From an optimization exercise on the open Yosys and OpenROAD flow, aimed at small area, a short achievable clock period and few clock cycles per item; shortcuts taken in it are not production practice.
The RTL was checked by simulation tests, not by an equivalence proof against the original design.
Power figures rest on the tool's default switching activity, not on a simulated workload.

11-13:
Design rs_decoder, start of the top module:
module rs_decoder (
  input  wire       clk,
  input  wire       rst,
  input  wire [7:0] cfg_n,
  input  wire [4:0] cfg_r,
  input  wire       in_valid,
  output wire       in_ready,
  input  wire [7:0] in_data,
  output wire       out_valid,
  input  wire       out_ready,
  output wire [7:0] out_data,
  output wire       out_last,
  output wire       out_err,
  output wire [3:0] out_nerr
);
clock: 10.0 ns
lec_check: 0
cap_margin: 20
core_margin: 2
core_utilization: 40
slew_margin: 20
synth_memory_max_bits: 4096
standard.sh (not shown) runs the stock make flow with config.mk's settings and CLKGATE_MAP_FILE= SYNTH_SCRIPT=/design/flow/synth_recipe.tcl, a recipe that flattens the netlist after the stock synthesis.
==> flow/flow/run.sh <==
#!/bin/bash
# Layout flow: the standard ORFS flow (standard synthesis, floorplan,
# placement, CTS, routing, finish) with the constraint file unchanged, and
# these settings:
#  - repair_timing keeps a setup margin of 6.5 ns, so the resizer works the
#    paths down towards a 3.5 ns period instead of stopping as soon as the
#    10 ns constraint is met;
#  - clock sinks clustered in groups of up to 25 within 100 um, so the clock
#    tree needs fewer buffers;
#  - 55% core utilisation, for shorter wires.
# make's full output goes to flow_make.log here; ORFS keeps each step's own
# log under orfs/logs/.
set -euo pipefail
bash standard.sh SETUP_SLACK_MARGIN=6.5 CTS_CLUSTER_SIZE=25 CTS_CLUSTER_DIAMETER=100 \
  CORE_UTILIZATION=55 finish > flow_make.log 2>&1
11-13 finished every stage and its layout cleared the timing, DRC and antenna checks.
Testbench counts of 11-13, summed over its fixed seeds: cycles 42,566, items 256.
What 11-28 does differently from 11-13 at the input level:
==> flow/flow/run.sh <==
#!/bin/bash
# Layout flow: the standard ORFS flow (standard synthesis, floorplan,
# placement, CTS, routing, finish) with the constraint file unchanged, and
# these settings:
#  - repair_timing keeps a setup margin of 6.6 ns, so the resizer works the
#    paths down towards a 3.4 ns period instead of stopping as soon as the
#    10 ns constraint is met;
#  - clock sinks clustered in groups of up to 25 within 100 um, so the clock
#    tree needs fewer buffers;
#  - 60% core utilisation, for shorter wires.
# make's full output goes to flow_make.log here; ORFS keeps each step's own
# log under orfs/logs/.
set -euo pipefail
bash standard.sh SETUP_SLACK_MARGIN=6.6 CTS_CLUSTER_SIZE=25 CTS_CLUSTER_DIAMETER=100 \
  CORE_UTILIZATION=60 finish > flow_make.log 2>&1
### Flow results
Compared with 11-13, in 11-28 final critical-path required period now sits higher; number of logic stages on the critical path including buffering now sits lower; count of clock-buffer cells in the layout now sits higher.
Cell area went down slightly going from 11-13 to 11-28.
The final layout from 11-28, which completed every stage, passed the timing, DRC and antenna checks at the end of the flow.
Total global-route track usage ended up 2.1 points higher on 11-28 than on 11-13.

---

Another version of the RTL of rs_decoder (not shown whole).
Size in the first run: ~12,000 cells after synthesis, roughly 3,200 flip-flops, about 41 I/O pins, about 160,000 sq um of cells after synthesis.
Settings: LEC_CHECK=0, CAP_MARGIN=20, CORE_MARGIN=2, CORE_UTILIZATION=40, SLEW_MARGIN=20, SYNTH_MEMORY_MAX_BITS=4096; clock period 10.0 ns.
run.sh (not shown) runs the stock make flow with config.mk's settings and CLKGATE_MAP_FILE= SYNTH_SCRIPT=/design/flow/synth_recipe.tcl, a recipe that flattens the netlist after the stock synthesis.
Stock flow here: none of the scripts above is used.
Testbench counts at the start, summed over its fixed seeds: cycles 42,874, items 256.
Edit:
==> flow/flow/run.sh (new file) <==
#!/bin/bash
# Layout flow: the standard ORFS flow (standard synthesis, floorplan,
# placement, CTS, routing, finish) with the constraint file unchanged, but
# with repair_timing told to keep a setup margin of 6.2 ns, so that the
# resizer works the paths down towards a 3.8 ns period instead of stopping
# as soon as the 10 ns constraint is met.  make's full output goes to
# flow_make.log here; ORFS keeps each step's own log under orfs/logs/.
set -euo pipefail
bash standard.sh SETUP_SLACK_MARGIN=6.2 finish > flow_make.log 2>&1
==> flow/standard.sh (new file) <==
#!/bin/bash
# synth_recipe.tcl (not shown) runs the flow's synth.tcl, then flattens the netlist and writes it again
# the make line also repeats each setting of config.mk as NAME=value (left out here)
make -C /OpenROAD-flow-scripts/flow DESIGN_CONFIG=/design/flow/config.mk WORK_HOME=/design/flow/orfs CLKGATE_MAP_FILE= SYNTH_SCRIPT=/design/flow/synth_recipe.tcl "${@:-finish}"
removed: flow/run.sh
Outcome: Fmax came out higher by about a fifth. Combinational power hardly moves. Hold slack barely changes. Synthesized cell count stays the same. Core utilization stays flat.

---

## run 2
Another version of the RTL of rs_decoder (not shown whole).
Size in the first run: roughly 12,000 cells after synthesis, about 3,300 flip-flops, roughly 0.16 mm^2 of cells after synthesis.
==> flow/config.mk <==
export PLATFORM = sky130hd
export DESIGN_NAME = rs_decoder
export DESIGN_NICKNAME = rs_decoder
export VERILOG_FILES = /design/flow/design.v
export SDC_FILE = /design/flow/constraint.sdc
export NUM_CORES = 4
export LEC_CHECK = 0
export CAP_MARGIN = 20
export CORE_MARGIN = 2
export CORE_UTILIZATION = 40
export SLEW_MARGIN = 20
export SYNTH_MEMORY_MAX_BITS = 4096
==> flow/constraint.sdc <==
create_clock -name core_clock -period 10.0 [get_ports {clk}]
set_input_delay 2.0000 -clock core_clock [delete_from_list [all_inputs] [get_ports {clk}]]
set_output_delay 2.0000 -clock core_clock [all_outputs]
set_load 0.01 [all_outputs]
standard.sh (not shown) runs the stock make flow with config.mk's settings and CLKGATE_MAP_FILE= SYNTH_SCRIPT=/design/flow/synth_recipe.tcl, a recipe that flattens the netlist after the stock synthesis.
==> flow/flow/run.sh <==
#!/bin/bash
# Layout flow: the standard ORFS flow (standard synthesis, floorplan,
# placement, CTS, routing, finish) with the constraint file unchanged, and
# these settings:
#  - repair_timing keeps a setup margin of 6.6 ns, so the resizer works the
#    paths down towards a 3.4 ns period instead of stopping as soon as the
#    10 ns constraint is met;
#  - clock sinks clustered in groups of up to 25 within 100 um, so the clock
#    tree needs fewer buffers;
#  - 55% core utilisation, for shorter wires.
# make's full output goes to flow_make.log here; ORFS keeps each step's own
# log under orfs/logs/.
set -euo pipefail
bash standard.sh SETUP_SLACK_MARGIN=6.6 CTS_CLUSTER_SIZE=25 CTS_CLUSTER_DIAMETER=100 \
  CORE_UTILIZATION=55 finish > flow_make.log 2>&1
Testbench counts of run 2, summed over its fixed seeds: cycles 42,566, items 256.
--- input diff run 2..run 1 ---
==> flow/flow/run.sh <==
#!/bin/bash
# Layout flow: the standard ORFS flow (standard synthesis, floorplan,
# placement, CTS, routing, finish) with the constraint file unchanged, but
# with repair_timing told to keep a setup margin of 6.5 ns, so that the
# resizer works the paths down towards a 3.5 ns period instead of stopping
# as soon as the 10 ns constraint is met, and with larger clock sink
# clusters (25 sinks, 100 um) so the clock tree needs fewer buffers.
# make's full output goes to flow_make.log here; ORFS keeps each step's own
# log under orfs/logs/.
set -euo pipefail
bash standard.sh SETUP_SLACK_MARGIN=6.5 CTS_CLUSTER_SIZE=25 CTS_CLUSTER_DIAMETER=100 finish > flow_make.log 2>&1
--- outcome ---
- Run 1 vs. run 2: final clock period utilization by the worst path went up by 1.6 points.
- Areal power density over the cells down 1.4% in run 1 wrt run 2
- Summary of run 1 over run 2: final total power decreased 0.22 mW, post-route non-filler standard cell count increased 1,485, total half-perimeter wirelength after legalization and detailed placement decreased about 1.2%.

[static timing again, ports no longer ideal]
Ports are ideal in the flow. The routed layouts listed here were re-timed in OpenROAD. Step 1 sets driving cells, clkbuf_16 on the clock port and buf_2 on the other inputs (assumed; they add their load-dependent delay and slew). Step 2 adds t to the input delays and takes it off the output delays; t is the mean of the earliest and latest rising clock arrival at the registers after step 1. Input paths then give back, and output paths get back, about the clock's delay inside the block. Slacks: ideal ports / drivers / drivers and shift; pairs: ideal ports / drivers.
run | t, ns | slack for setup (ns) | hold slack, ns | worst slew at a driven data input, ns | cell pins on the clock port's net
11-13 | 0.983 | 6.378 / 6.378 / 5.759 | 0.329 / 0.329 / 0.329 | 0.06 | 1
11-28 | 0.981 | 6.307 / 6.307 / 5.908 | 0.331 / 0.331 / 0.331 | 0.06 | 1
the first run of note 2 | 1.036 | 5.287 / 5.287 / 5.287 | 0.314 / 0.314 / 0.314 | 0.39 | 1
the second run of note 2 | 1.036 | 6.103 / 6.103 / 5.438 | 0.314 / 0.314 / 0.314 | 0.39 | 1
run 2 | 0.967 | 6.610 / 6.518 / 5.875 | 0.330 / 0.330 / 0.330 | 0.26 | 1
run 1 | 1.006 | 6.450 / 6.398 / 5.745 | 0.329 / 0.329 / 0.329 | 0.21 | 1
After both steps every run listed still meets setup and hold. The setup slack of run 2, which loses most, moves by -0.092 ns with the drivers and by -0.735 ns with both steps.
